Context: an optimization exercise on an open-source flow, tuned for small area, a short achievable clock period and few clock cycles per item. The choices shown serve that exercise and are no tape-out recipe.
Function was checked by simulation only, so behaviour that the tests miss may differ from the original.
No activity file was given, so power comes from the tool's default toggle rates.

File: design/flow/design.v
module cap_meas (
    input  wire               clk,
    input  wire               rst,
    input  wire               start,
    input  wire signed [13:0] top,
    input  wire signed [13:0] base,
    output wire               ready,
    input  wire               in_valid,
    input  wire               in_last,
    input  wire signed [13:0] in_code,
    output reg                done,
    output reg  signed [13:0] res_min,
    output reg  signed [13:0] res_max,
    output wire signed [31:0] res_mean,
    output wire        [31:0] res_rms,
    output wire        [31:0] res_period,
    output wire        [47:0] res_freq,
    output wire        [14:0] res_ampl,
    output wire        [31:0] res_rise,
    output wire        [31:0] res_fall,
    output wire        [31:0] res_over,
    output reg         [9:0]  res_none
);
    localparam [63:0] C5 = 64'd30517578125;
    reg busy_s;       
    reg s_end;        
    reg first;        
    wire take = start & ~busy_s;
    reg  take_r;      
    assign ready = ~busy_s;
    reg        [3:0]  pv, pl;     
    reg signed [13:0] x0r, x1r, xA, xB;
    always @(posedge clk) begin
        if (rst) begin
            pv <= 4'd0;
            pl <= 4'd0;
        end else begin
            pv <= {pv[2:0], in_valid};
            pl <= {pl[2:0], in_valid & in_last};
        end
        x0r <= in_code;
        x1r <= x0r;
        xA  <= x1r;
        xB  <= xA;
    end
    wire vB = pv[3];
    wire lB = pl[3];
    reg signed [13:0] top_r, base_r;
    always @(posedge clk)
        if (take) begin
            top_r  <= top;
            base_r <= base;
        end
    reg signed [14:0] l1_d;
    reg        [15:0] l1_u;
    always @(posedge clk) begin
        l1_d <= top_r - base_r;
        l1_u <= top_r - base_r + 16'sd16395;
    end
    wire m10_1 = l1_u[11] ^ l1_u[9];
    wire m10_2 = l1_u[11] & l1_u[9];
    wire m10_3 = l1_u[12] ^ l1_u[10] ^ l1_u[9];
    wire m10_4 = (l1_u[12] & l1_u[10]) | (l1_u[12] & l1_u[9]) | (l1_u[10] & l1_u[9]);
    wire m10_5 = l1_u[13] ^ l1_u[11] ^ l1_u[10];
    wire m10_6 = (l1_u[13] & l1_u[11]) | (l1_u[13] & l1_u[10]) | (l1_u[11] & l1_u[10]);
    wire m10_7 = l1_u[14] ^ l1_u[12] ^ l1_u[11];
    wire m10_8 = (l1_u[14] & l1_u[12]) | (l1_u[14] & l1_u[11]) | (l1_u[12] & l1_u[11]);
    wire m10_9 = l1_u[8] ^ l1_u[7];
    wire m10_10 = l1_u[8] & l1_u[7];
    wire m10_11 = l1_u[15] ^ l1_u[13] ^ l1_u[12];
    wire m10_12 = (l1_u[15] & l1_u[13]) | (l1_u[15] & l1_u[12]) | (l1_u[13] & l1_u[12]);
    wire m10_13 = l1_u[9] ^ l1_u[8] ^ l1_u[5];
    wire m10_14 = (l1_u[9] & l1_u[8]) | (l1_u[9] & l1_u[5]) | (l1_u[8] & l1_u[5]);
    wire m10_15 = l1_u[4] ^ l1_u[1];
    wire m10_16 = l1_u[4] & l1_u[1];
    wire m10_17 = l1_u[14] ^ l1_u[13] ^ l1_u[10];
    wire m10_18 = (l1_u[14] & l1_u[13]) | (l1_u[14] & l1_u[10]) | (l1_u[13] & l1_u[10]);
    wire m10_19 = l1_u[9] ^ l1_u[6] ^ l1_u[5];
    wire m10_20 = (l1_u[9] & l1_u[6]) | (l1_u[9] & l1_u[5]) | (l1_u[6] & l1_u[5]);
    wire m10_21 = l1_u[2] ^ l1_u[1];
    wire m10_22 = l1_u[2] & l1_u[1];
    wire m10_23 = l1_u[15] ^ l1_u[14] ^ l1_u[11];
    wire m10_24 = (l1_u[15] & l1_u[14]) | (l1_u[15] & l1_u[11]) | (l1_u[14] & l1_u[11]);
    wire m10_25 = l1_u[10] ^ l1_u[7] ^ l1_u[6];
    wire m10_26 = (l1_u[10] & l1_u[7]) | (l1_u[10] & l1_u[6]) | (l1_u[7] & l1_u[6]);
    wire m10_27 = l1_u[3] ^ l1_u[2];
    wire m10_28 = l1_u[3] & l1_u[2];
    wire m10_29 = l1_u[15] ^ l1_u[12] ^ l1_u[11];
    wire m10_30 = (l1_u[15] & l1_u[12]) | (l1_u[15] & l1_u[11]) | (l1_u[12] & l1_u[11]);
    wire m10_31 = l1_u[8] ^ l1_u[7] ^ l1_u[4];
    wire m10_32 = (l1_u[8] & l1_u[7]) | (l1_u[8] & l1_u[4]) | (l1_u[7] & l1_u[4]);
    wire m10_33 = l1_u[13] ^ l1_u[12] ^ l1_u[9];
    wire m10_34 = (l1_u[13] & l1_u[12]) | (l1_u[13] & l1_u[9]) | (l1_u[12] & l1_u[9]);
    wire m10_35 = l1_u[14] ^ l1_u[13];
    wire m10_36 = l1_u[14] & l1_u[13];
    wire m10_37 = l1_u[15] ^ l1_u[14];
    wire m10_38 = l1_u[15] & l1_u[14];
    wire m10_39 = l1_u[7] ^ l1_u[5];
    wire m10_40 = l1_u[7] & l1_u[5];
    wire m10_41 = l1_u[8] ^ l1_u[6] ^ l1_u[5];
    wire m10_42 = (l1_u[8] & l1_u[6]) | (l1_u[8] & l1_u[5]) | (l1_u[6] & l1_u[5]);
    wire m10_43 = l1_u[9] ^ l1_u[7] ^ l1_u[6];
    wire m10_44 = (l1_u[9] & l1_u[7]) | (l1_u[9] & l1_u[6]) | (l1_u[7] & l1_u[6]);
    wire m10_45 = l1_u[10] ^ l1_u[8] ^ l1_u[7];
    wire m10_46 = (l1_u[10] & l1_u[8]) | (l1_u[10] & l1_u[7]) | (l1_u[8] & l1_u[7]);
    wire m10_47 = l1_u[4] ^ l1_u[3];
    wire m10_48 = l1_u[4] & l1_u[3];
    wire m10_49 = m10_1 ^ l1_u[8] ^ l1_u[5];
    wire m10_50 = (m10_1 & l1_u[8]) | (m10_1 & l1_u[5]) | (l1_u[8] & l1_u[5]);
    wire m10_51 = l1_u[4] ^ l1_u[1] ^ l1_u[0];
    wire m10_52 = (l1_u[4] & l1_u[1]) | (l1_u[4] & l1_u[0]) | (l1_u[1] & l1_u[0]);
    wire m10_53 = m10_2 ^ m10_3 ^ l1_u[6];
    wire m10_54 = (m10_2 & m10_3) | (m10_2 & l1_u[6]) | (m10_3 & l1_u[6]);
    wire m10_55 = l1_u[5] ^ l1_u[2] ^ l1_u[1];
    wire m10_56 = (l1_u[5] & l1_u[2]) | (l1_u[5] & l1_u[1]) | (l1_u[2] & l1_u[1]);
    wire m10_57 = m10_4 ^ m10_5 ^ l1_u[7];
    wire m10_58 = (m10_4 & m10_5) | (m10_4 & l1_u[7]) | (m10_5 & l1_u[7]);
    wire m10_59 = l1_u[6] ^ l1_u[3] ^ l1_u[2];
    wire m10_60 = (l1_u[6] & l1_u[3]) | (l1_u[6] & l1_u[2]) | (l1_u[3] & l1_u[2]);
    wire m10_61 = m10_6 ^ m10_7 ^ m10_9;
    wire m10_62 = (m10_6 & m10_7) | (m10_6 & m10_9) | (m10_7 & m10_9);
    wire m10_63 = l1_u[4] ^ l1_u[3] ^ l1_u[0];
    wire m10_64 = (l1_u[4] & l1_u[3]) | (l1_u[4] & l1_u[0]) | (l1_u[3] & l1_u[0]);
    wire m10_65 = m10_8 ^ m10_10 ^ m10_11;
    wire m10_66 = (m10_8 & m10_10) | (m10_8 & m10_11) | (m10_10 & m10_11);
    wire m10_67 = m10_13 ^ m10_15 ^ l1_u[0];
    wire m10_68 = (m10_13 & m10_15) | (m10_13 & l1_u[0]) | (m10_15 & l1_u[0]);
    wire m10_69 = m10_12 ^ m10_14 ^ m10_16;
    wire m10_70 = (m10_12 & m10_14) | (m10_12 & m10_16) | (m10_14 & m10_16);
    wire m10_71 = m10_17 ^ m10_19 ^ m10_21;
    wire m10_72 = (m10_17 & m10_19) | (m10_17 & m10_21) | (m10_19 & m10_21);
    wire m10_73 = m10_18 ^ m10_20 ^ m10_22;
    wire m10_74 = (m10_18 & m10_20) | (m10_18 & m10_22) | (m10_20 & m10_22);
    wire m10_75 = m10_23 ^ m10_25 ^ m10_27;
    wire m10_76 = (m10_23 & m10_25) | (m10_23 & m10_27) | (m10_25 & m10_27);
    wire m10_77 = m10_24 ^ m10_26 ^ m10_28;
    wire m10_78 = (m10_24 & m10_26) | (m10_24 & m10_28) | (m10_26 & m10_28);
    wire m10_79 = m10_29 ^ m10_31 ^ l1_u[3];
    wire m10_80 = (m10_29 & m10_31) | (m10_29 & l1_u[3]) | (m10_31 & l1_u[3]);
    wire m10_81 = m10_30 ^ m10_32 ^ m10_33;
    wire m10_82 = (m10_30 & m10_32) | (m10_30 & m10_33) | (m10_32 & m10_33);
    wire m10_83 = l1_u[8] ^ l1_u[5] ^ l1_u[4];
    wire m10_84 = (l1_u[8] & l1_u[5]) | (l1_u[8] & l1_u[4]) | (l1_u[5] & l1_u[4]);
    wire m10_85 = m10_34 ^ m10_35 ^ l1_u[10];
    wire m10_86 = (m10_34 & m10_35) | (m10_34 & l1_u[10]) | (m10_35 & l1_u[10]);
    wire m10_87 = l1_u[9] ^ l1_u[6] ^ l1_u[5];
    wire m10_88 = (l1_u[9] & l1_u[6]) | (l1_u[9] & l1_u[5]) | (l1_u[6] & l1_u[5]);
    wire m10_89 = m10_36 ^ m10_37 ^ l1_u[11];
    wire m10_90 = (m10_36 & m10_37) | (m10_36 & l1_u[11]) | (m10_37 & l1_u[11]);
    wire m10_91 = l1_u[10] ^ l1_u[7] ^ l1_u[6];
    wire m10_92 = (l1_u[10] & l1_u[7]) | (l1_u[10] & l1_u[6]) | (l1_u[7] & l1_u[6]);
    wire m10_93 = m10_38 ^ l1_u[15] ^ l1_u[12];
    wire m10_94 = (m10_38 & l1_u[15]) | (m10_38 & l1_u[12]) | (l1_u[15] & l1_u[12]);
    wire m10_95 = l1_u[11] ^ l1_u[8] ^ l1_u[7];
    wire m10_96 = (l1_u[11] & l1_u[8]) | (l1_u[11] & l1_u[7]) | (l1_u[8] & l1_u[7]);
    wire m10_97 = l1_u[13] ^ l1_u[12] ^ l1_u[9];
    wire m10_98 = (l1_u[13] & l1_u[12]) | (l1_u[13] & l1_u[9]) | (l1_u[12] & l1_u[9]);
    wire m10_99 = l1_u[14] ^ l1_u[13];
    wire m10_100 = l1_u[14] & l1_u[13];
    wire m10_101 = l1_u[15] ^ l1_u[14];
    wire m10_102 = l1_u[15] & l1_u[14];
    wire m10_103 = l1_u[6] ^ l1_u[4];
    wire m10_104 = l1_u[6] & l1_u[4];
    wire m10_105 = m10_39 ^ l1_u[4] ^ l1_u[1];
    wire m10_106 = (m10_39 & l1_u[4]) | (m10_39 & l1_u[1]) | (l1_u[4] & l1_u[1]);
    wire m10_107 = m10_40 ^ m10_41 ^ l1_u[2];
    wire m10_108 = (m10_40 & m10_41) | (m10_40 & l1_u[2]) | (m10_41 & l1_u[2]);
    wire m10_109 = m10_42 ^ m10_43 ^ l1_u[3];
    wire m10_110 = (m10_42 & m10_43) | (m10_42 & l1_u[3]) | (m10_43 & l1_u[3]);
    wire m10_111 = m10_44 ^ m10_45 ^ m10_47;
    wire m10_112 = (m10_44 & m10_45) | (m10_44 & m10_47) | (m10_45 & m10_47);
    wire m10_113 = m10_46 ^ m10_48 ^ m10_49;
    wire m10_114 = (m10_46 & m10_48) | (m10_46 & m10_49) | (m10_48 & m10_49);
    wire m10_115 = m10_50 ^ m10_52 ^ m10_53;
    wire m10_116 = (m10_50 & m10_52) | (m10_50 & m10_53) | (m10_52 & m10_53);
    wire m10_117 = m10_54 ^ m10_56 ^ m10_57;
    wire m10_118 = (m10_54 & m10_56) | (m10_54 & m10_57) | (m10_56 & m10_57);
    wire m10_119 = m10_58 ^ m10_60 ^ m10_61;
    wire m10_120 = (m10_58 & m10_60) | (m10_58 & m10_61) | (m10_60 & m10_61);
    wire m10_121 = m10_62 ^ m10_64 ^ m10_65;
    wire m10_122 = (m10_62 & m10_64) | (m10_62 & m10_65) | (m10_64 & m10_65);
    wire m10_123 = m10_66 ^ m10_68 ^ m10_69;
    wire m10_124 = (m10_66 & m10_68) | (m10_66 & m10_69) | (m10_68 & m10_69);
    wire m10_125 = m10_70 ^ m10_72 ^ m10_73;
    wire m10_126 = (m10_70 & m10_72) | (m10_70 & m10_73) | (m10_72 & m10_73);
    wire m10_127 = m10_74 ^ m10_76 ^ m10_77;
    wire m10_128 = (m10_74 & m10_76) | (m10_74 & m10_77) | (m10_76 & m10_77);
    wire m10_129 = m10_78 ^ m10_80 ^ m10_81;
    wire m10_130 = (m10_78 & m10_80) | (m10_78 & m10_81) | (m10_80 & m10_81);
    wire m10_131 = m10_82 ^ m10_84 ^ m10_85;
    wire m10_132 = (m10_82 & m10_84) | (m10_82 & m10_85) | (m10_84 & m10_85);
    wire m10_133 = m10_86 ^ m10_88 ^ m10_89;
    wire m10_134 = (m10_86 & m10_88) | (m10_86 & m10_89) | (m10_88 & m10_89);
    wire m10_135 = m10_90 ^ m10_92 ^ m10_93;
    wire m10_136 = (m10_90 & m10_92) | (m10_90 & m10_93) | (m10_92 & m10_93);
    wire m10_137 = m10_94 ^ m10_96 ^ m10_97;
    wire m10_138 = (m10_94 & m10_96) | (m10_94 & m10_97) | (m10_96 & m10_97);
    wire m10_139 = m10_98 ^ m10_99 ^ l1_u[10];
    wire m10_140 = (m10_98 & m10_99) | (m10_98 & l1_u[10]) | (m10_99 & l1_u[10]);
    wire m10_141 = m10_100 ^ m10_101 ^ l1_u[11];
    wire m10_142 = (m10_100 & m10_101) | (m10_100 & l1_u[11]) | (m10_101 & l1_u[11]);
    wire m10_143 = m10_102 ^ l1_u[15] ^ l1_u[12];
    wire m10_144 = (m10_102 & l1_u[15]) | (m10_102 & l1_u[12]) | (l1_u[15] & l1_u[12]);
    wire m10_145 = l1_u[3] ^ l1_u[1];
    wire m10_146 = l1_u[3] & l1_u[1];
    wire m10_147 = l1_u[4] ^ l1_u[2] ^ l1_u[1];
    wire m10_148 = (l1_u[4] & l1_u[2]) | (l1_u[4] & l1_u[1]) | (l1_u[2] & l1_u[1]);
    wire m10_149 = l1_u[5] ^ l1_u[3] ^ l1_u[2];
    wire m10_150 = (l1_u[5] & l1_u[3]) | (l1_u[5] & l1_u[2]) | (l1_u[3] & l1_u[2]);
    wire m10_151 = m10_103 ^ l1_u[3] ^ l1_u[0];
    wire m10_152 = (m10_103 & l1_u[3]) | (m10_103 & l1_u[0]) | (l1_u[3] & l1_u[0]);
    wire m10_153 = m10_104 ^ m10_105 ^ l1_u[0];
    wire m10_154 = (m10_104 & m10_105) | (m10_104 & l1_u[0]) | (m10_105 & l1_u[0]);
    wire m10_155 = m10_106 ^ m10_107 ^ l1_u[1];
    wire m10_156 = (m10_106 & m10_107) | (m10_106 & l1_u[1]) | (m10_107 & l1_u[1]);
    wire m10_157 = m10_108 ^ m10_109 ^ l1_u[2];
    wire m10_158 = (m10_108 & m10_109) | (m10_108 & l1_u[2]) | (m10_109 & l1_u[2]);
    wire m10_159 = m10_110 ^ m10_111 ^ l1_u[0];
    wire m10_160 = (m10_110 & m10_111) | (m10_110 & l1_u[0]) | (m10_111 & l1_u[0]);
    wire m10_161 = m10_112 ^ m10_113 ^ m10_51;
    wire m10_162 = (m10_112 & m10_113) | (m10_112 & m10_51) | (m10_113 & m10_51);
    wire m10_163 = m10_114 ^ m10_115 ^ m10_55;
    wire m10_164 = (m10_114 & m10_115) | (m10_114 & m10_55) | (m10_115 & m10_55);
    wire m10_165 = m10_116 ^ m10_117 ^ m10_59;
    wire m10_166 = (m10_116 & m10_117) | (m10_116 & m10_59) | (m10_117 & m10_59);
    wire m10_167 = m10_118 ^ m10_119 ^ m10_63;
    wire m10_168 = (m10_118 & m10_119) | (m10_118 & m10_63) | (m10_119 & m10_63);
    wire m10_169 = m10_120 ^ m10_121 ^ m10_67;
    wire m10_170 = (m10_120 & m10_121) | (m10_120 & m10_67) | (m10_121 & m10_67);
    wire m10_171 = m10_122 ^ m10_123 ^ m10_71;
    wire m10_172 = (m10_122 & m10_123) | (m10_122 & m10_71) | (m10_123 & m10_71);
    wire m10_173 = m10_124 ^ m10_125 ^ m10_75;
    wire m10_174 = (m10_124 & m10_125) | (m10_124 & m10_75) | (m10_125 & m10_75);
    wire m10_175 = m10_126 ^ m10_127 ^ m10_79;
    wire m10_176 = (m10_126 & m10_127) | (m10_126 & m10_79) | (m10_127 & m10_79);
    wire m10_177 = m10_128 ^ m10_129 ^ m10_83;
    wire m10_178 = (m10_128 & m10_129) | (m10_128 & m10_83) | (m10_129 & m10_83);
    wire m10_179 = m10_130 ^ m10_131 ^ m10_87;
    wire m10_180 = (m10_130 & m10_131) | (m10_130 & m10_87) | (m10_131 & m10_87);
    wire m10_181 = m10_132 ^ m10_133 ^ m10_91;
    wire m10_182 = (m10_132 & m10_133) | (m10_132 & m10_91) | (m10_133 & m10_91);
    wire m10_183 = m10_134 ^ m10_135 ^ m10_95;
    wire m10_184 = (m10_134 & m10_135) | (m10_134 & m10_95) | (m10_135 & m10_95);
    wire m10_185 = m10_136 ^ m10_137 ^ l1_u[8];
    wire m10_186 = (m10_136 & m10_137) | (m10_136 & l1_u[8]) | (m10_137 & l1_u[8]);
    wire m10_187 = m10_138 ^ m10_139 ^ l1_u[9];
    wire m10_188 = (m10_138 & m10_139) | (m10_138 & l1_u[9]) | (m10_139 & l1_u[9]);
    wire m10_189 = m10_140 ^ m10_141 ^ l1_u[10];
    wire m10_190 = (m10_140 & m10_141) | (m10_140 & l1_u[10]) | (m10_141 & l1_u[10]);
    wire m10_191 = m10_142 ^ m10_143 ^ l1_u[11];
    wire m10_192 = (m10_142 & m10_143) | (m10_142 & l1_u[11]) | (m10_143 & l1_u[11]);
    wire m10_193 = m10_144 ^ l1_u[13] ^ l1_u[12];
    wire m10_194 = (m10_144 & l1_u[13]) | (m10_144 & l1_u[12]) | (l1_u[13] & l1_u[12]);
    wire m10_195 = l1_u[14] ^ l1_u[13];
    wire m10_196 = l1_u[14] & l1_u[13];
    wire m10_197 = l1_u[15] ^ l1_u[14];
    wire m10_198 = l1_u[15] & l1_u[14];
    wire [31:0] m10_s = {1'b0, m10_198, m10_196, m10_194, m10_192, m10_190, m10_188, m10_186, m10_184, m10_182, m10_180, m10_178, m10_176, m10_174, m10_172, m10_170, m10_168, m10_166, m10_164, m10_162, m10_160, m10_158, m10_156, m10_154, m10_152, m10_150, m10_148, m10_146, m10_145, l1_u[2], l1_u[1], l1_u[0]};
    wire [31:0] m10_c = {1'b0, l1_u[15], m10_197, m10_195, m10_193, m10_191, m10_189, m10_187, m10_185, m10_183, m10_181, m10_179, m10_177, m10_175, m10_173, m10_171, m10_169, m10_167, m10_165, m10_163, m10_161, m10_159, m10_157, m10_155, m10_153, m10_151, m10_149, m10_147, l1_u[0], l1_u[0], 1'b0, 1'b0};
    wire [31:0] p10 = m10_s + m10_c;
    reg  [11:0] l3_q;             
    reg         l3_nz;            
    always @(posedge clk) begin
        l3_q  <= p10[30:19];
        l3_nz <= |p10[18:15];
    end
    reg signed [15:0] v_low, v_mid, v_high;
    reg        [9:0]  hc;
    reg        [9:0]  hcm1;           
    reg               d_pos;
    wire [9:0] h_w = (l1_d >= 15'sd128) ? l1_d[13:4] : 10'd8;
    always @(posedge clk) begin
        v_low  <= base_r + $signed({4'd0, l3_q}) - 16'sd1639;
        v_mid  <= base_r + (($signed({l1_d[14], l1_d}) + 16'sd1) >>> 1);
        v_high <= top_r - $signed({4'd0, l3_q}) + 16'sd1640 - $signed({15'd0, l3_nz});
        hc     <= h_w[9:1] + {8'd0, h_w[0]};
        hcm1   <= h_w[9:1] + {8'd0, h_w[0]} - 10'd1;
        d_pos  <= (l1_d > 15'sd0);
    end
    reg signed [15:0] e_low, e_mid, e_high;
    reg        [26:0] sqS, sqC;
    wire s13 = xA[13];
    wire [12:0] y = xA[12:0] ^ {13{s13}};
    wire cs1 = (y[0] & y[9]) ^ (y[1] & y[8]);
    wire cs2 = (y[0] & y[9]) & (y[1] & y[8]);
    wire cs3 = (y[0] & y[10]) ^ (y[1] & y[9]);
    wire cs4 = (y[0] & y[10]) & (y[1] & y[9]);
    wire cs5 = (y[0] & y[11]) ^ (y[1] & y[10]) ^ (y[2] & y[9]);
    wire cs6 = ((y[0] & y[11]) & (y[1] & y[10])) | ((y[0] & y[11]) & (y[2] & y[9])) | ((y[1] & y[10]) & (y[2] & y[9]));
    wire cs7 = (y[3] & y[8]) ^ (y[4] & y[7]);
    wire cs8 = (y[3] & y[8]) & (y[4] & y[7]);
    wire cs9 = (y[0] & y[12]) ^ (y[1] & y[11]) ^ (y[2] & y[10]);
    wire cs10 = ((y[0] & y[12]) & (y[1] & y[11])) | ((y[0] & y[12]) & (y[2] & y[10])) | ((y[1] & y[11]) & (y[2] & y[10]));
    wire cs11 = (y[3] & y[9]) ^ (y[4] & y[8]);
    wire cs12 = (y[3] & y[9]) & (y[4] & y[8]);
    wire cs13 = (y[1] & y[12]) ^ (y[2] & y[11]) ^ (y[3] & y[10]);
    wire cs14 = ((y[1] & y[12]) & (y[2] & y[11])) | ((y[1] & y[12]) & (y[3] & y[10])) | ((y[2] & y[11]) & (y[3] & y[10]));
    wire cs15 = (y[4] & y[9]) ^ (y[5] & y[8]);
    wire cs16 = (y[4] & y[9]) & (y[5] & y[8]);
    wire cs17 = (y[2] & y[12]) ^ (y[3] & y[11]);
    wire cs18 = (y[2] & y[12]) & (y[3] & y[11]);
    wire cs19 = (y[3] & y[12]) ^ (y[4] & y[11]);
    wire cs20 = (y[3] & y[12]) & (y[4] & y[11]);
    wire cs21 = (y[0] & y[5]) ^ (y[1] & y[4]);
    wire cs22 = (y[0] & y[5]) & (y[1] & y[4]);
    wire cs23 = (y[0] & y[6]) ^ (y[1] & y[5]);
    wire cs24 = (y[0] & y[6]) & (y[1] & y[5]);
    wire cs25 = (y[0] & y[7]) ^ (y[1] & y[6]) ^ (y[2] & y[5]);
    wire cs26 = ((y[0] & y[7]) & (y[1] & y[6])) | ((y[0] & y[7]) & (y[2] & y[5])) | ((y[1] & y[6]) & (y[2] & y[5]));
    wire cs27 = (y[3] & y[4]) ^ y[4];
    wire cs28 = (y[3] & y[4]) & y[4];
    wire cs29 = (y[0] & y[8]) ^ (y[1] & y[7]) ^ (y[2] & y[6]);
    wire cs30 = ((y[0] & y[8]) & (y[1] & y[7])) | ((y[0] & y[8]) & (y[2] & y[6])) | ((y[1] & y[7]) & (y[2] & y[6]));
    wire cs31 = (y[3] & y[5]) ^ (s13 & y[8]);
    wire cs32 = (y[3] & y[5]) & (s13 & y[8]);
    wire cs33 = cs1 ^ (y[2] & y[7]) ^ (y[3] & y[6]);
    wire cs34 = (cs1 & (y[2] & y[7])) | (cs1 & (y[3] & y[6])) | ((y[2] & y[7]) & (y[3] & y[6]));
    wire cs35 = (y[4] & y[5]) ^ y[5] ^ (s13 & y[9]);
    wire cs36 = ((y[4] & y[5]) & y[5]) | ((y[4] & y[5]) & (s13 & y[9])) | (y[5] & (s13 & y[9]));
    wire cs37 = cs2 ^ cs3 ^ (y[2] & y[8]);
    wire cs38 = (cs2 & cs3) | (cs2 & (y[2] & y[8])) | (cs3 & (y[2] & y[8]));
    wire cs39 = (y[3] & y[7]) ^ (y[4] & y[6]) ^ (s13 & y[10]);
    wire cs40 = ((y[3] & y[7]) & (y[4] & y[6])) | ((y[3] & y[7]) & (s13 & y[10])) | ((y[4] & y[6]) & (s13 & y[10]));
    wire cs41 = cs4 ^ cs5 ^ cs7;
    wire cs42 = (cs4 & cs5) | (cs4 & cs7) | (cs5 & cs7);
    wire cs43 = (y[5] & y[6]) ^ y[6] ^ (s13 & y[11]);
    wire cs44 = ((y[5] & y[6]) & y[6]) | ((y[5] & y[6]) & (s13 & y[11])) | (y[6] & (s13 & y[11]));
    wire cs45 = cs6 ^ cs8 ^ cs9;
    wire cs46 = (cs6 & cs8) | (cs6 & cs9) | (cs8 & cs9);
    wire cs47 = cs11 ^ (y[5] & y[7]) ^ (s13 & y[12]);
    wire cs48 = (cs11 & (y[5] & y[7])) | (cs11 & (s13 & y[12])) | ((y[5] & y[7]) & (s13 & y[12]));
    wire cs49 = cs10 ^ cs12 ^ cs13;
    wire cs50 = (cs10 & cs12) | (cs10 & cs13) | (cs12 & cs13);
    wire cs51 = cs15 ^ (y[6] & y[7]) ^ y[7];
    wire cs52 = (cs15 & (y[6] & y[7])) | (cs15 & y[7]) | ((y[6] & y[7]) & y[7]);
    wire cs53 = cs14 ^ cs16 ^ cs17;
    wire cs54 = (cs14 & cs16) | (cs14 & cs17) | (cs16 & cs17);
    wire cs55 = (y[4] & y[10]) ^ (y[5] & y[9]) ^ (y[6] & y[8]);
    wire cs56 = ((y[4] & y[10]) & (y[5] & y[9])) | ((y[4] & y[10]) & (y[6] & y[8])) | ((y[5] & y[9]) & (y[6] & y[8]));
    wire cs57 = cs18 ^ cs19 ^ (y[5] & y[10]);
    wire cs58 = (cs18 & cs19) | (cs18 & (y[5] & y[10])) | (cs19 & (y[5] & y[10]));
    wire cs59 = (y[6] & y[9]) ^ (y[7] & y[8]) ^ y[8];
    wire cs60 = ((y[6] & y[9]) & (y[7] & y[8])) | ((y[6] & y[9]) & y[8]) | ((y[7] & y[8]) & y[8]);
    wire cs61 = cs20 ^ (y[4] & y[12]) ^ (y[5] & y[11]);
    wire cs62 = (cs20 & (y[4] & y[12])) | (cs20 & (y[5] & y[11])) | ((y[4] & y[12]) & (y[5] & y[11]));
    wire cs63 = (y[6] & y[10]) ^ (y[7] & y[9]);
    wire cs64 = (y[6] & y[10]) & (y[7] & y[9]);
    wire cs65 = (y[5] & y[12]) ^ (y[6] & y[11]) ^ (y[7] & y[10]);
    wire cs66 = ((y[5] & y[12]) & (y[6] & y[11])) | ((y[5] & y[12]) & (y[7] & y[10])) | ((y[6] & y[11]) & (y[7] & y[10]));
    wire cs67 = (y[8] & y[9]) ^ y[9];
    wire cs68 = (y[8] & y[9]) & y[9];
    wire cs69 = (y[6] & y[12]) ^ (y[7] & y[11]);
    wire cs70 = (y[6] & y[12]) & (y[7] & y[11]);
    wire cs71 = (y[7] & y[12]) ^ (y[8] & y[11]);
    wire cs72 = (y[7] & y[12]) & (y[8] & y[11]);
    wire cs73 = (y[0] & y[3]) ^ (y[1] & y[2]);
    wire cs74 = (y[0] & y[3]) & (y[1] & y[2]);
    wire cs75 = (y[0] & y[4]) ^ (y[1] & y[3]);
    wire cs76 = (y[0] & y[4]) & (y[1] & y[3]);
    wire cs77 = cs21 ^ (y[2] & y[3]) ^ y[3];
    wire cs78 = (cs21 & (y[2] & y[3])) | (cs21 & y[3]) | ((y[2] & y[3]) & y[3]);
    wire cs79 = cs22 ^ cs23 ^ (y[2] & y[4]);
    wire cs80 = (cs22 & cs23) | (cs22 & (y[2] & y[4])) | (cs23 & (y[2] & y[4]));
    wire cs81 = cs24 ^ cs25 ^ cs27;
    wire cs82 = (cs24 & cs25) | (cs24 & cs27) | (cs25 & cs27);
    wire cs83 = cs26 ^ cs28 ^ cs29;
    wire cs84 = (cs26 & cs28) | (cs26 & cs29) | (cs28 & cs29);
    wire cs85 = cs30 ^ cs32 ^ cs33;
    wire cs86 = (cs30 & cs32) | (cs30 & cs33) | (cs32 & cs33);
    wire cs87 = cs34 ^ cs36 ^ cs37;
    wire cs88 = (cs34 & cs36) | (cs34 & cs37) | (cs36 & cs37);
    wire cs89 = cs38 ^ cs40 ^ cs41;
    wire cs90 = (cs38 & cs40) | (cs38 & cs41) | (cs40 & cs41);
    wire cs91 = cs42 ^ cs44 ^ cs45;
    wire cs92 = (cs42 & cs44) | (cs42 & cs45) | (cs44 & cs45);
    wire cs93 = cs46 ^ cs48 ^ cs49;
    wire cs94 = (cs46 & cs48) | (cs46 & cs49) | (cs48 & cs49);
    wire cs95 = cs50 ^ cs52 ^ cs53;
    wire cs96 = (cs50 & cs52) | (cs50 & cs53) | (cs52 & cs53);
    wire cs97 = cs54 ^ cs56 ^ cs57;
    wire cs98 = (cs54 & cs56) | (cs54 & cs57) | (cs56 & cs57);
    wire cs99 = cs58 ^ cs60 ^ cs61;
    wire cs100 = (cs58 & cs60) | (cs58 & cs61) | (cs60 & cs61);
    wire cs101 = cs62 ^ cs64 ^ cs65;
    wire cs102 = (cs62 & cs64) | (cs62 & cs65) | (cs64 & cs65);
    wire cs103 = cs66 ^ cs68 ^ cs69;
    wire cs104 = (cs66 & cs68) | (cs66 & cs69) | (cs68 & cs69);
    wire cs105 = cs70 ^ cs71 ^ (y[9] & y[10]);
    wire cs106 = (cs70 & cs71) | (cs70 & (y[9] & y[10])) | (cs71 & (y[9] & y[10]));
    wire cs107 = cs72 ^ (y[8] & y[12]);
    wire cs108 = cs72 & (y[8] & y[12]);
    wire cs109 = (y[9] & y[12]) ^ (y[10] & y[11]);
    wire cs110 = (y[9] & y[12]) & (y[10] & y[11]);
    wire cs111 = (y[0] & y[1]) ^ y[1];
    wire cs112 = (y[0] & y[1]) & y[1];
    wire cs113 = (y[0] & y[2]) ^ (s13 & y[2]);
    wire cs114 = (y[0] & y[2]) & (s13 & y[2]);
    wire cs115 = cs73 ^ y[2] ^ (s13 & y[3]);
    wire cs116 = (cs73 & y[2]) | (cs73 & (s13 & y[3])) | (y[2] & (s13 & y[3]));
    wire cs117 = cs74 ^ cs75 ^ (s13 & y[4]);
    wire cs118 = (cs74 & cs75) | (cs74 & (s13 & y[4])) | (cs75 & (s13 & y[4]));
    wire cs119 = cs76 ^ cs77 ^ (s13 & y[5]);
    wire cs120 = (cs76 & cs77) | (cs76 & (s13 & y[5])) | (cs77 & (s13 & y[5]));
    wire cs121 = cs78 ^ cs79 ^ (s13 & y[6]);
    wire cs122 = (cs78 & cs79) | (cs78 & (s13 & y[6])) | (cs79 & (s13 & y[6]));
    wire cs123 = cs80 ^ cs81 ^ (s13 & y[7]);
    wire cs124 = (cs80 & cs81) | (cs80 & (s13 & y[7])) | (cs81 & (s13 & y[7]));
    wire cs125 = cs82 ^ cs83 ^ cs31;
    wire cs126 = (cs82 & cs83) | (cs82 & cs31) | (cs83 & cs31);
    wire cs127 = cs84 ^ cs85 ^ cs35;
    wire cs128 = (cs84 & cs85) | (cs84 & cs35) | (cs85 & cs35);
    wire cs129 = cs86 ^ cs87 ^ cs39;
    wire cs130 = (cs86 & cs87) | (cs86 & cs39) | (cs87 & cs39);
    wire cs131 = cs88 ^ cs89 ^ cs43;
    wire cs132 = (cs88 & cs89) | (cs88 & cs43) | (cs89 & cs43);
    wire cs133 = cs90 ^ cs91 ^ cs47;
    wire cs134 = (cs90 & cs91) | (cs90 & cs47) | (cs91 & cs47);
    wire cs135 = cs92 ^ cs93 ^ cs51;
    wire cs136 = (cs92 & cs93) | (cs92 & cs51) | (cs93 & cs51);
    wire cs137 = cs94 ^ cs95 ^ cs55;
    wire cs138 = (cs94 & cs95) | (cs94 & cs55) | (cs95 & cs55);
    wire cs139 = cs96 ^ cs97 ^ cs59;
    wire cs140 = (cs96 & cs97) | (cs96 & cs59) | (cs97 & cs59);
    wire cs141 = cs98 ^ cs99 ^ cs63;
    wire cs142 = (cs98 & cs99) | (cs98 & cs63) | (cs99 & cs63);
    wire cs143 = cs100 ^ cs101 ^ cs67;
    wire cs144 = (cs100 & cs101) | (cs100 & cs67) | (cs101 & cs67);
    wire cs145 = cs102 ^ cs103 ^ (y[8] & y[10]);
    wire cs146 = (cs102 & cs103) | (cs102 & (y[8] & y[10])) | (cs103 & (y[8] & y[10]));
    wire cs147 = cs104 ^ cs105 ^ y[10];
    wire cs148 = (cs104 & cs105) | (cs104 & y[10]) | (cs105 & y[10]);
    wire cs149 = cs106 ^ cs107 ^ (y[9] & y[11]);
    wire cs150 = (cs106 & cs107) | (cs106 & (y[9] & y[11])) | (cs107 & (y[9] & y[11]));
    wire cs151 = cs108 ^ cs109 ^ y[11];
    wire cs152 = (cs108 & cs109) | (cs108 & y[11]) | (cs109 & y[11]);
    wire cs153 = cs110 ^ (y[10] & y[12]);
    wire cs154 = cs110 & (y[10] & y[12]);
    wire cs155 = (y[11] & y[12]) ^ y[12];
    wire cs156 = (y[11] & y[12]) & y[12];
    wire [26:0] sq_s = {1'b0, cs156, cs154, cs152, cs150, cs148, cs146, cs144, cs142, cs140, cs138, cs136, cs134, cs132, cs130, cs128, cs126, cs124, cs122, cs120, cs118, cs116, cs114, cs112, cs111, (s13 & y[0]), y[0]};
    wire [26:0] sq_c = {1'b0, 1'b0, cs155, cs153, cs151, cs149, cs147, cs145, cs143, cs141, cs139, cs137, cs135, cs133, cs131, cs129, cs127, cs125, cs123, cs121, cs119, cs117, cs115, cs113, (s13 & y[1]), 1'b0, s13};
    always @(posedge clk) begin
        e_low  <= xA - v_low;
        e_mid  <= xA - v_mid;
        e_high <= xA - v_high;
        sqS    <= sq_s;
        sqC    <= sq_c;
    end
    function ge_hc;
        input [15:0] e;
        input [9:0]  t;
        ge_hc = ~e[15] & ((|e[14:10]) | (e[9:0] >= t));
    endfunction
    function le_hc;
        input [15:0] e;
        input [9:0]  t;
        le_hc = e[15] & ((|(~e[14:10])) | ((~e[9:0]) >= t));
    endfunction
    wire ge_l = ge_hc(e_low,  hc), le_l = le_hc(e_low,  hcm1);
    wire ge_m = ge_hc(e_mid,  hc), le_m = le_hc(e_mid,  hcm1);
    wire ge_h = ge_hc(e_high, hc), le_h = le_hc(e_high, hcm1);
    reg s_low, s_mid, s_high;
    wire ev   = vB & ~first;
    wire r_l  = ev & ~s_low  & ge_l;
    wire f_l  = ev &  s_low  & le_l;
    wire r_m  = ev & ~s_mid  & ge_m;
    wire f_m  = ev &  s_mid  & le_m;
    wire r_h  = ev & ~s_high & ge_h;
    wire f_h  = ev &  s_high & le_h;
    reg        [15:0] cnt;        
    reg        [15:0] mcnt;       
    reg signed [13:0] mn, mx, prev;
    reg        [15:0] so_lo;      
    reg        [13:0] so_hi;      
    reg               so_cy;      
    reg        [26:0] ss_lo;      
    reg        [14:0] ss_hi;
    reg               ss_cy;
    wire       [29:0] sum_o = {so_hi, so_lo};
    wire       [41:0] sumsq = {ss_hi, ss_lo};
    reg               lc_ok, hc_ok, rise_ok, fall_ok;
    reg [15:0] sk [0:5];
    reg [13:0] sa [0:5];          
    reg [13:0] sb [0:5];          
    reg [5:0]  sval, sfd;         
    wire       mid_first = r_m & (mcnt == 16'd0);
    wire       rise_done = r_h & ~rise_ok & (lc_ok | r_l);
    wire       fall_done = f_l & ~fall_ok & (hc_ok | f_h);
    wire [5:0] swr = {fall_done,
                      f_h & ~fall_ok,
                      rise_done,
                      r_l & ~rise_ok,
                      r_m,
                      mid_first};
    wire need_m = (mcnt >= 16'd2);
    wire need_r = rise_ok & d_pos;
    wire need_f = fall_ok & d_pos;
    integer i, j;
    reg        fld;               
    reg        fl2;               
    reg        fneg;              
    reg        fb;                
    reg [5:0]  fsel;              
    reg [3:0]  fit;
    reg [15:0] frem;
    reg [14:0] fden;
    reg [8:0]  fq;
    reg        fr_r;              
    reg [2:0]  fl_r;              
    wire [5:0] sfin  = {fall_ok, fall_ok, rise_ok, rise_ok, 1'b0, 1'b1};
    wire [5:0] sneed = {need_f, need_f, need_r, need_r, need_m, need_m};
    wire [5:0] selig = sval & ~sfd & (s_end ? sneed : 6'b111111);
    wire [5:0] sfinal = selig & sfin;
    reg  [5:0] fpick;
    always @(*) begin
        fpick = 6'd0;
        if      (sfinal[0]) fpick = 6'b000001;
        else if (sfinal[3]) fpick = 6'b001000;
        else if (sfinal[2]) fpick = 6'b000100;
        else if (sfinal[5]) fpick = 6'b100000;
        else if (sfinal[4]) fpick = 6'b010000;
        else if (selig[1])  fpick = 6'b000010;
        else if (selig[2])  fpick = 6'b000100;
        else if (selig[4])  fpick = 6'b010000;
    end
    wire fany = |fpick;
    wire signed [15:0] f_lv = ({16{fl_r[1]}} & v_mid) |
                              ({16{fl_r[0]}} & v_low) |
                              ({16{fl_r[2]}} & v_high);
    wire               f_rise = fr_r;
    reg  signed [13:0] f_a, f_b;
    always @(*) begin
        f_a = 14'd0;
        f_b = 14'd0;
        for (j = 0; j < 6; j = j + 1) begin
            f_a = f_a | ({14{fsel[j]}} & sa[j]);
            f_b = f_b | ({14{fsel[j]}} & sb[j]);
        end
    end
    wire signed [13:0] l_a  = frem[13:0];
    wire signed [13:0] l_b  = fden[13:0];
    wire signed [15:0] n_x  = f_rise ? f_lv : {{2{l_a[13]}}, l_a};
    wire signed [15:0] n_y  = f_rise ? {{2{l_a[13]}}, l_a} : f_lv;
    wire signed [16:0] f_num = n_x - n_y;
    wire        [14:0] f_den = f_rise ? (l_b - l_a) : (l_a - l_b);
    wire [16:0] frem2 = {frem, 1'b0};
    wire [16:0] fsub  = frem2 - {2'b00, fden};
    wire        fbit  = ~fsub[16];
    wire [8:0]  frac  = {1'b0, fq[8:1]} + {8'd0, fq[0]};
    wire        fabort = (fld | fl2 | fb) & |(fsel & (swr | (s_end ? ~sneed : 6'd0)));
    wire        ffin   = fb & (fit == 4'd9) & ~fabort;
    localparam P_IDLE = 3'd0, P_MSQ = 3'd1, P_MEAN = 3'd2, P_OVER = 3'd3,
               P_PER = 3'd4, P_FMUL = 3'd5, P_FDIV = 3'd6;
    reg  [2:0]  pst;
    reg         pld;              
    reg  [5:0]  pit;
    reg  [23:0] R;
    reg  [23:0] DV;
    reg  [47:0] NS;               
    reg  [14:0] u_c;              
    reg         per_ok, ov_ok;
    reg  [29:0] mq;               
    reg  [29:0] root;             
    reg  [31:0] srem;
    reg  [1:0]  qpair;
    reg         sq_go;
    reg  [15:0] mcar;             
    reg  [23:0] per_r;            
    reg  [29:0] ovr_r;            
    reg  [2:0]  tsel;             
    reg         r_ok_c, f_ok_c;
    reg  [23:0] rise_r, fall_r;
    wire fr_ok  = (~need_m | (sfd[0] & sfd[1])) &
                  (~need_r | (sfd[2] & sfd[3])) &
                  (~need_f | (sfd[4] & sfd[5]));
    reg  hand_r;
    wire hand   = s_end & fr_ok & (pst == P_IDLE) & ~done & ~hand_r;
    function [23:0] tdiff;
        input [15:0] kp, kn;
        input [8:0]  fp, fn;
        reg   [23:0] x;
        reg   [1:0]  c;
        begin
            x = {kp, fp[7:0]} - {kn, fn[7:0]};
            c = {1'b0, fp[8]} - {1'b0, fn[8]};
            tdiff = x + {{14{c[1]}}, c, 8'd0};
        end
    endfunction
    wire [15:0] td_kp = ({16{tsel[0]}} & sk[1]) | ({16{tsel[1]}} & sk[3]) | ({16{tsel[2]}} & sk[5]);
    wire [15:0] td_kn = ({16{tsel[0]}} & sk[0]) | ({16{tsel[1]}} & sk[2]) | ({16{tsel[2]}} & sk[4]);
    wire [8:0]  td_fp = ({9{tsel[0]}} & sa[1][8:0]) | ({9{tsel[1]}} & sa[3][8:0]) | ({9{tsel[2]}} & sa[5][8:0]);
    wire [8:0]  td_fn = ({9{tsel[0]}} & sa[0][8:0]) | ({9{tsel[1]}} & sa[2][8:0]) | ({9{tsel[2]}} & sa[4][8:0]);
    wire [23:0] td_w  = tdiff(td_kp, td_kn, td_fp, td_fn);
    wire [26:0] sq_x  = ss_lo ^ sqS ^ sqC;
    wire [26:0] sq_m  = (ss_lo & sqS) | (ss_lo & sqC) | (sqS & sqC);
    wire [27:0] sq_acc = {1'b0, sq_x} + {sq_m, 1'b0};
    wire [16:0] so_acc = {1'b0, so_lo} + {3'd0, ~xB[13], xB[12:0]};
    always @(posedge clk) begin
        if (rst) begin
            busy_s <= 1'b0;
            take_r <= 1'b0;
            s_end  <= 1'b0;
            first  <= 1'b0;
            fld    <= 1'b0;
            fl2    <= 1'b0;
            fb     <= 1'b0;
        end else begin
            take_r <= take;
            if (take) busy_s <= 1'b1;
            if (take_r) begin
                first   <= 1'b1;
                s_end   <= 1'b0;
            end
            if (vB) first <= 1'b0;
            if (vB & lB) s_end <= 1'b1;
            if (hand) begin
                busy_s <= 1'b0;
                s_end  <= 1'b0;
            end
            if (take_r | fabort) begin
                fld <= 1'b0;
                fl2 <= 1'b0;
                fb  <= 1'b0;
            end else if (fld) begin
                fld <= 1'b0;
                fl2 <= 1'b1;
            end else if (fl2) begin
                fl2 <= 1'b0;
                fb  <= 1'b1;
            end else if (fb) begin
                if (ffin) fb <= 1'b0;
            end else if (fany & busy_s) begin
                fld <= 1'b1;
            end
        end
        so_hi <= so_hi + {13'd0, so_cy};
        ss_hi <= ss_hi + {14'd0, ss_cy};
        so_cy <= 1'b0;
        ss_cy <= 1'b0;
        if (take_r) begin
            so_lo   <= 16'd0;
            so_hi   <= 14'd0;
            ss_lo   <= 27'd0;
            ss_hi   <= 15'd0;
            mn      <= 14'sd8191;
            mx      <= -14'sd8192;
            cnt     <= 16'd0;
            mcnt    <= 16'd0;
            lc_ok   <= 1'b0;
            hc_ok   <= 1'b0;
            rise_ok <= 1'b0;
            fall_ok <= 1'b0;
        end
        if (vB) begin
            cnt   <= cnt + 16'd1;
            prev  <= xB;
            {so_cy, so_lo} <= so_acc;
            {ss_cy, ss_lo} <= sq_acc;
            if (xB < mn) mn <= xB;
            if (xB > mx) mx <= xB;
            if (first) begin
                s_low  <= ~e_low[15];
                s_mid  <= ~e_mid[15];
                s_high <= ~e_high[15];
            end else begin
                if (r_l) s_low  <= 1'b1;
                if (f_l) s_low  <= 1'b0;
                if (r_m) s_mid  <= 1'b1;
                if (f_m) s_mid  <= 1'b0;
                if (r_h) s_high <= 1'b1;
                if (f_h) s_high <= 1'b0;
            end
            if (r_m) mcnt <= mcnt + 16'd1;
            if (!rise_ok) begin
                if (r_l) lc_ok <= 1'b1;
                else if (f_l) lc_ok <= 1'b0;
            end
            if (!fall_ok) begin
                if (f_h) hc_ok <= 1'b1;
                else if (r_h) hc_ok <= 1'b0;
            end
            if (rise_done) rise_ok <= 1'b1;
            if (fall_done) fall_ok <= 1'b1;
        end
        for (i = 0; i < 6; i = i + 1) begin
            if (swr[i]) begin
                sk[i] <= cnt;
                sa[i] <= prev;
                sb[i] <= xB;
            end else if (ffin && fsel[i]) begin
                sa[i] <= fneg ? 14'd0 : {5'd0, frac};
            end
        end
        if (take_r) begin
            sval <= 6'd0;
            sfd  <= 6'd0;
        end else begin
            sval <= sval | swr;
            sfd  <= (sfd & ~swr) | (ffin ? fsel : 6'd0);
        end
        if (!fld && !fl2 && !fb) begin
            fsel <= fpick;
            fr_r <= |fpick[3:0];
            fl_r <= {fpick[3] | fpick[4], fpick[0] | fpick[1], fpick[2] | fpick[5]};
        end
        if (fld) begin
            frem <= {2'b00, f_a};
            fden <= {1'b0, f_b};
        end else if (fl2) begin
            fit  <= 4'd0;
            frem <= f_num[15:0];
            fneg <= f_num[16];
            fden <= f_den;
        end else begin
            fit  <= fit + 4'd1;
            frem <= fbit ? fsub[15:0] : frem2[15:0];
            fq   <= {fq[7:0], fbit};
        end
    end
    wire [24:0] dsub = {R, NS[47]} - {1'b0, DV};
    wire        qbit = ~dsub[24];
    wire [23:0] R_n  = qbit ? dsub[23:0] : {R[22:0], NS[47]};
    wire [32:0] strial = {srem[30:0], qpair} - {1'b0, root, 2'b01};
    reg         cbit;             
    wire [15:0] msum = mcar + (cbit ? {1'b0, u_c} : 16'd0);
    wire [24:0] spanp = {1'b0, per_r} + {11'd0, u_c[14:1]};
    wire [14:0] ampl_w = res_max - res_min;
    always @(posedge clk) begin
        done   <= 1'b0;
        hand_r <= hand;
        tsel   <= {tsel[1:0], hand};
        if (tsel[1]) rise_r <= r_ok_c ? td_w : 24'd0;
        if (tsel[2]) fall_r <= f_ok_c ? td_w : 24'd0;
        begin
            if (hand_r) begin
                pst     <= P_MSQ;
                pit     <= 6'd0;
                R       <= {9'd0, sumsq[41:27]};
                NS      <= {sumsq[26:0], 21'd0};
                DV      <= {8'd0, cnt};
                mq      <= sum_o;
                u_c     <= mcnt[14:0] - 15'd1;
                ovr_r   <= {mx[13:0] - top_r[13:0], l1_d[13:0], 2'b00};
                r_ok_c  <= need_r;
                f_ok_c  <= need_f;
                per_ok  <= need_m;
                ov_ok   <= d_pos & (mx > top_r);
                res_min <= mn;
                res_max <= mx;
                per_r   <= td_w;
                res_none <= {~d_pos, ~need_f, ~need_r, 1'b0, ~need_m, ~need_m, 4'b0000};
                root    <= 30'd0;
                srem    <= 32'd0;
                qpair   <= 2'b00;
                sq_go   <= 1'b0;
            end else begin
                case (pst)
                    P_MSQ: begin
                        pit   <= pit + 6'd1;
                        R     <= R_n;
                        NS    <= {NS[46:0], 1'b0};
                        qpair <= {qpair[0], qbit};
                        sq_go <= ~pit[0];
                        if (pit == 6'd58) begin
                            pst <= P_MEAN;
                            pld <= 1'b1;
                        end
                    end
                    P_MEAN: begin
                        sq_go <= 1'b0;
                        if (pld) begin
                            pld <= 1'b0;
                            pit <= 6'd0;
                            R   <= {8'd0, mq[29:14]};
                            NS  <= {mq[13:0], 1'b0, DV[15:1], 18'd0};
                        end else begin
                            pit <= pit + 6'd1;
                            R   <= R_n;
                            NS  <= {NS[46:0], 1'b0};
                            mq  <= {mq[28:0], qbit};
                            if (pit == 6'd29) begin
                                pst <= P_OVER;
                                pld <= 1'b1;
                            end
                        end
                    end
                    P_OVER: begin
                        if (pld) begin
                            pld <= 1'b0;
                            pit <= 6'd0;
                            R   <= 24'd0;
                            NS  <= {ovr_r[29:16], 3'd0, ovr_r[15:3], 18'd0};
                            DV  <= {10'd0, ovr_r[15:2]};
                            if (!ov_ok) begin
                                ovr_r <= 30'd0;
                                pst   <= P_PER;
                                pld   <= 1'b1;
                            end
                        end else begin
                            pit   <= pit + 6'd1;
                            R     <= R_n;
                            NS    <= {NS[46:0], 1'b0};
                            ovr_r <= {ovr_r[28:0], qbit};
                            if (pit == 6'd29) begin
                                pst <= P_PER;
                                pld <= 1'b1;
                            end
                        end
                    end
                    P_PER: begin
                        if (pld) begin
                            pld <= 1'b0;
                            pit <= 6'd0;
                            R   <= 24'd0;
                            NS  <= {spanp, 23'd0};
                            DV  <= {9'd0, u_c};
                            if (!per_ok) begin
                                per_r <= 24'd0;
                                NS    <= 48'd0;
                                R     <= {9'd0, ampl_w};
                                pst   <= P_IDLE;
                                done  <= 1'b1;
                            end
                        end else begin
                            pit <= pit + 6'd1;
                            R   <= R_n;
                            NS  <= {NS[46:0], qbit};
                            if (pit == 6'd24) begin
                                per_r <= {NS[22:0], qbit};
                                DV    <= per_r;
                                pst   <= P_FMUL;
                                pld   <= 1'b1;
                            end
                        end
                    end
                    P_FMUL: begin
                        if (pld) begin
                            pld  <= 1'b0;
                            pit  <= 6'd0;
                            mcar <= {14'd0, DV[23:22]};
                            cbit <= C5[0];
                            NS[20:0] <= DV[21:1];
                        end else begin
                            pit  <= pit + 6'd1;
                            cbit <= C5[pit + 6'd1];
                            mcar <= {1'b0, msum[15:1]};
                            {R, NS[47:21]} <= {msum[0], R, NS[47:22]};
                            if (pit == 6'd50) begin
                                pst <= P_FDIV;
                                pit <= 6'd0;
                            end
                        end
                    end
                    P_FDIV: begin
                        pit <= pit + 6'd1;
                        R   <= R_n;
                        NS  <= {NS[46:0], qbit};
                        if (pit == 6'd47) begin
                            pst  <= P_IDLE;
                            done <= 1'b1;
                            R    <= {9'd0, ampl_w};
                        end
                    end
                    default: ;
                endcase
            end
            if (sq_go) begin
                if (!strial[32]) begin
                    srem <= strial[31:0];
                    root <= {root[28:0], 1'b1};
                end else begin
                    srem <= {srem[29:0], qpair};
                    root <= {root[28:0], 1'b0};
                end
            end
        end
        if (rst) begin
            pst    <= P_IDLE;
            sq_go  <= 1'b0;
            done   <= 1'b0;
            hand_r <= 1'b0;
            tsel   <= 3'd0;
        end
    end
    assign res_mean   = {{3{~mq[29]}}, mq[28:0]};
    assign res_rms    = {2'b00, root};
    assign res_period = {8'd0, per_r};
    assign res_freq   = NS;
    assign res_rise   = {8'd0, rise_r};
    assign res_fall   = {8'd0, fall_r};
    assign res_over   = {2'b00, ovr_r};
    assign res_ampl   = R[14:0];
endmodule
File: design/flow/flow/run.sh
#!/bin/bash
set -euo pipefail
export SETUP_SLACK_MARGIN=9.8
bash standard.sh > standard.log 2>&1
File: design/flow/standard.sh
#!/bin/bash
# synth_recipe.tcl (not shown) runs the flow's synth.tcl, then flattens the netlist and writes it again
# the make line also repeats each setting of config.mk as NAME=value (left out here)
make -C /OpenROAD-flow-scripts/flow DESIGN_CONFIG=/design/flow/config.mk WORK_HOME=/design/flow/orfs CLKGATE_MAP_FILE= SYNTH_SCRIPT=/design/flow/synth_recipe.tcl "${@:-finish}"
File: design/flow/config.mk
export PLATFORM = sky130hd
export DESIGN_NAME = cap_meas
export DESIGN_NICKNAME = cap_meas
export VERILOG_FILES = /design/flow/design.v
export SDC_FILE = /design/flow/constraint.sdc
export NUM_CORES = 4
export LEC_CHECK = 0
export CAP_MARGIN = 20
export CORE_MARGIN = 2
export CORE_UTILIZATION = 55
export SLEW_MARGIN = 20
File: design/flow/constraint.sdc
create_clock -name core_clock -period 14.0 [get_ports {clk}]
set_input_delay 2.8000 -clock core_clock [delete_from_list [all_inputs] [get_ports {clk}]]
set_output_delay 2.8000 -clock core_clock [all_outputs]
set_load 0.01 [all_outputs]
==> impl_results.md <==
- Via-per-instance ratio: roughly 6.0
- Internal reg-to-reg setup slack: about 9.2 ns
- Maximum fanout count along the critical path: 3
- Type of element launching the critical path: register
- Number of placed cells counting well taps: about 8500
- Switching Fraction: roughly two fifths
- Core region area: roughly 130000 um2
- Combined global-route utilization of all metal layers: 32.52%
- Combinational Power Share: between 50 and 60%
- Number of violations of the max-capacitance limit: 0
- Cell family contributing the most delay on the critical path: adder cells
- Number of buffers inserted for hold repair after clock tree synthesis: 0
- Count of final hold-check violations: 0
- Maximum number of buffers from clock root to sink: 3
- Antenna violations before repair: 16
- Worst setup EP type: register
- 1st-pass router iterations: 10
- RePlAce Congestion: 0.9633
- Leak: ~34 nW
- Worst-Skew Late Latency: between 0.7 and 0.8 ns
- Number of endpoints failing setup at the final stage: 0
- Internal Dissipation: about 9.9 mW
- Most prevalent standard cell on the critical path: sky130_fd_sc_hd__fa_1
- Min-delay worst type: register to register
- Count of unresolved DRC violations after routing: 0
- Cell count after synthesis: between 6000 and 7000
- R2R cell count: 20
- Share of layout cells above drive strength 1: 14.89%
- Share of the yosys chip area belonging to registers: between 40% and 50%
- Slew at the pin closest to its max-slew limit: 1.197 ns
- Arrival time at the worst endpoint: ~5.5 ns
- Number of buffers added on ports: 308
- Total detailed-routing wirelength: about 210000 um
- Tightest hold margin: 0.3242 ns
- Timing startpoint of the critical path: l1_u[12]$_DFF_P_
- Die outline area: between 100000 and 150000 um2
- Count of nets left with antenna violations after detail routing: 0
- Post-Syn Area: between 60000 and 70000 um2
- Post-Layout Inst Area: ~80000 um2
- Setup Skew: a little under 0.03 ns
- Warnings, synthesis: 4
- Die Ht: roughly 360 um
- Asr flop ratio synth: 0%
- Maximum number of pins on one net before global-route repair: 83
- Final Instance Count excl. Fillers: about 9000
- Count of buffer and inverter cells on the critical path: 5
- Net count, final: between 8000 and 9000
- Number of placement rows: 130
- Clock share of power: between 20% and 30%
- Uppermost layer routed: met5
- CP Depth: 20
- Total met3 wirelength after detailed routing: ~18000 um
- Number of buffers inserted during clock tree synthesis: 131
- Post-Synthesis Mean Instance Area: approximately 10 um2
- Max incr delay on CP: approximately 0.53 ns
- Die Width: 359.3 um
- Final max-slew violation count: 0
- Clock tree sinks: ~1200
- Root buf cell: sky130_fd_sc_hd__clkbuf_16
- Area Growth Syn to Fin: 15.18%
- Final Core Density: between 60% and 70%
- Wire length of the first global-routing pass: roughly 320000 um
- Global route total overflow: 0
- Peak supply drop: slightly below 500 uV
- EDFF count, synth: slightly above 700
- Initial core utilization: between 50 and 60%
- Via count of the first global-routing pass: 50620
- Count of H-tree levels built during CTS: 4
- First-iteration detailed-routing DRC count: 6370
- HPWL after DPL: ~150000 um
- Routed wirelength normalized by instance count: roughly 24 um
- Setup repair after global routing missed its margin: yes
- Critical register-to-register path endpoint: l3_q[11]$_DFF_P_
- Relative max-transition margin: approximately a fifth
- Final setup TNS: 0 ns
- Commonest register cell after synthesis: sky130_fd_sc_hd__edfxtp_1
- Post-route met1 wirelength: about 92000 um
- Switching power summed over all nets: slightly above 6 mW
- Data required time of the critical path: 14.68 ns
- Share of power burned in registers: 28.3%
- Minimum period implied by the final worst setup slack: 4.799 ns
- CTS tree: built
- Clock slew at the register clock pins of the worst setup and hold paths: around 0.06 ns
- Instance area after placement: 73890 um2
- Class of the most critical setup path: register to register
- Layout fillers: around 10000
- Leading cell type in the layout, fill and taps excluded: sky130_fd_sc_hd__edfxtp_1
- Count of distinct cell types in the synthesized netlist: 101
- CP cell instances: inv_4, fa_1, inv_1, fa_1, fa_1, inv_1, fa_1, inv_2, ha_4, o21ai_2, a21oi_2, o221ai_1, o21bai_1, a21oi_2, buf_6, o21a_4, o41ai_4, a211oi_2, o31ai_2, xor2_1
- Final worst-path cycle share: between 30% and 40%
- Worst flop-to-flop path startpoint: l1_u[12]$_DFF_P_
- Number of synthesized register bits: between 1000 and 1500
- Pwr/cell area: roughly 200 nW/um2
- Highest-count cells in the layout ignoring fill and taps: sky130_fd_sc_hd__edfxtp_1, sky130_fd_sc_hd__inv_1, sky130_fd_sc_hd__ha_1
- Endpoint of the worst setup timing path: l3_q[11]$_DFF_P_
- Met2 WL post-DR: 94650 um
- Cell type of the slowest stage on the worst timing path: sky130_fd_sc_hd__fa_1
- IO Pins: ~340
- Total number of vias: 53430
- Outcome: no timing/DRC/antenna violations
- F_max: 208.4 MHz
## synthesized netlist by cell type (27+ instances only)
cell | n | area [um2]
sky130_fd_sc_hd__or2_2 | 39 | 244.0
sky130_fd_sc_hd__ha_1 | 572 | 7157
sky130_fd_sc_hd__o21a_1 | 48 | 360.4
sky130_fd_sc_hd__a211oi_1 | 48 | 360.4
sky130_fd_sc_hd__nor2_1 | 514 | 1929
sky130_fd_sc_hd__and3_1 | 44 | 275.3
sky130_fd_sc_hd__a221oi_1 | 53 | 464.2
sky130_fd_sc_hd__dfxtp_1 | 445 | 8909
sky130_fd_sc_hd__buf_4 | 81 | 608.1
sky130_fd_sc_hd__inv_1 | 694 | 2605
sky130_fd_sc_hd__nand4_1 | 38 | 237.7
sky130_fd_sc_hd__nor3_1 | 100 | 500.5
sky130_fd_sc_hd__fa_1 | 198 | 3964
sky130_fd_sc_hd__a21boi_0 | 27 | 202.7
sky130_fd_sc_hd__nor2b_1 | 100 | 625.6
sky130_fd_sc_hd__o31ai_1 | 37 | 277.8
sky130_fd_sc_hd__a21oi_1 | 356 | 1782
sky130_fd_sc_hd__a22oi_1 | 50 | 375.4
sky130_fd_sc_hd__nand3_1 | 146 | 730.7
sky130_fd_sc_hd__o21bai_1 | 28 | 210.2
sky130_fd_sc_hd__xnor2_1 | 244 | 2137
sky130_fd_sc_hd__a31oi_1 | 50 | 312.8
sky130_fd_sc_hd__xor2_1 | 134 | 1174
sky130_fd_sc_hd__nand2b_1 | 79 | 494.2
sky130_fd_sc_hd__and2_1 | 150 | 938.4
sky130_fd_sc_hd__nand2_1 | 447 | 1678
sky130_fd_sc_hd__a222oi_1 | 103 | 1031
sky130_fd_sc_hd__o21ai_0 | 300 | 1501
sky130_fd_sc_hd__edfxtp_1 | 723 | 21710
sky130_fd_sc_hd__a21o_1 | 114 | 855.8
sky130_fd_sc_hd__clkbuf_1 | 208 | 780.8
sky130_fd_sc_hd__mux2i_1 | 78 | 780.8
sky130_fd_sc_hd__mux2_2 | 101 | 1137
## cell type report
type | instances | area, um2 | share of cell area, %
Antenna cell | 3 | 7.507 | 0.009385
Inverter | 697 | 2646 | 3.308
Multi-Input combinational cell | 4574 | 35380 | 44.23
Sequential cell | 1168 | 30750 | 38.44
Clock buffer | 195 | 3826 | 4.783
Tap cell | 1650 | 2064 | 2.581
Clock inverter | 45 | 442.9 | 0.5537
Timing Repair Buffer | 634 | 4878 | 6.099
## kinds of logic after synthesis
family	after synthesis	share of synthesized area, %
adders and majority gates	771	16.03
AOI/OAI and AO/OA	1445	14.11
buffers and inverters	1017	5.967
other	1	0.005400
and+or+nand+nor	1763	12.19
DFF	1168	44.09
muxes	183	2.841
xor gates and xnor gates	378	4.767
## worst reg2reg max path, stage by stage (launching register included)
cell and delay, ns:
sky130_fd_sc_hd__dfxtp_4 0.37, sky130_fd_sc_hd__inv_4 0.05, sky130_fd_sc_hd__fa_1 0.53, sky130_fd_sc_hd__inv_1 0.05, sky130_fd_sc_hd__fa_1 0.47, sky130_fd_sc_hd__fa_1 0.49
sky130_fd_sc_hd__inv_1 0.05, sky130_fd_sc_hd__fa_1 0.49, sky130_fd_sc_hd__inv_2 0.05, sky130_fd_sc_hd__ha_4 0.26, sky130_fd_sc_hd__o21ai_2 0.05, sky130_fd_sc_hd__a21oi_2 0.13
sky130_fd_sc_hd__o221ai_1 0.13, sky130_fd_sc_hd__o21bai_1 0.22, sky130_fd_sc_hd__a21oi_2 0.08, sky130_fd_sc_hd__buf_6 0.14, sky130_fd_sc_hd__o21a_4 0.22, sky130_fd_sc_hd__o41ai_4 0.40
sky130_fd_sc_hd__a211oi_2 0.14, sky130_fd_sc_hd__o31ai_2 0.25, sky130_fd_sc_hd__xor2_1 0.17
## worst min path at each step
stage	startpoint	end	slack, ns	cells past startpoint
after floorplan	x0r[0]$_DFF_P_	x1r[0]$_DFF_P_	0.31	0
after global placement	x0r[5]$_DFF_P_	x1r[5]$_DFF_P_	0.31	0
after detailed placement	x0r[10]$_DFF_P_	x1r[10]$_DFF_P_	0.31	0
after CTS	x0r[6]$_DFF_P_	x1r[6]$_DFF_P_	0.32	0
after global routing	x0r[8]$_DFF_P_	x1r[8]$_DFF_P_	0.33	0
final	x0r[6]$_DFF_P_	x1r[6]$_DFF_P_	0.32	0
## flip-flops by register name, summed over array words and instances (netlist names), 26 cells and up
name and flops:
ovr_r 30, sk 96, sb 84, root 30, mq 30, srem 31
ss_lo 27, sa 84, sqS 26, NS 48
## per-layer routing
layer | GRT usage (%) | vias to the layer above
met3 | 5.269 | 396
met2 | 49.76 | 2290
met4 | 13.79 | 8
met1 | 45.87 | 25960
met5 | 0 | -
li1 | - | 24780
## repair_timing
item                       in CTS  in global routing
setup buffers                 194                 69
cloned                          1                  3
setup endpoints to repair     424                260
pin swaps                      24                 50
gates resized for setup      1139                 88
## per-stage QoR
stage,power (mW),worst slack [ns]
5_1_grt,17.25,9.031
4_1_cts,15.32,9.145
2_1_floorplan,9.769,9.358
3_5_place_dp,11.40,8.958
6_report,16.11,9.201
3_3_place_gp,11.28,9.039
## power by group through the flow
stage / Sequential, mW / Combinational (mW) / Clock [mW]
finish: 4.55 / 8.11 / 3.44
global route: 4.59 / 9.03 / 3.63
CTS: 4.55 / 7.28 / 3.49
detailed placement: 4.64 / 6.76 / 0
global placement: 4.63 / 6.65 / 0
floorplan: 4.43 / 5.34 / 0
Testbench counts, summed over its fixed seeds: cycles 143,919, records 256.

## separate check: timing with driven ports
In the flow no input, the clock included, has a driving cell. The finished layout below was timed again as built, in two steps.
Step 1 sets driving cells, clkbuf_16 on the clock port and buf_2 on the other inputs (assumed; they add their load-dependent delay and slew).
Step 2 adds t to the input delays and takes it off the output delays; t is the mean of the earliest and latest rising clock arrival at the registers after step 1. Input paths then give back, and output paths get back, about the clock's delay inside the block.
a / b / c = ideal ports / drivers / drivers and shift; a / b = the first two.
t (ns): 0.827
setup slack, ns: 9.201 / 9.201 / 9.201
worst slew at a driven data input, ns: 0.06
pins driven straight from the clock port: 1
After both steps this run still meets setup and hold. For this run, drivers alone change the setup slack by 0.000 ns; drivers and shift together by 0.000 ns.
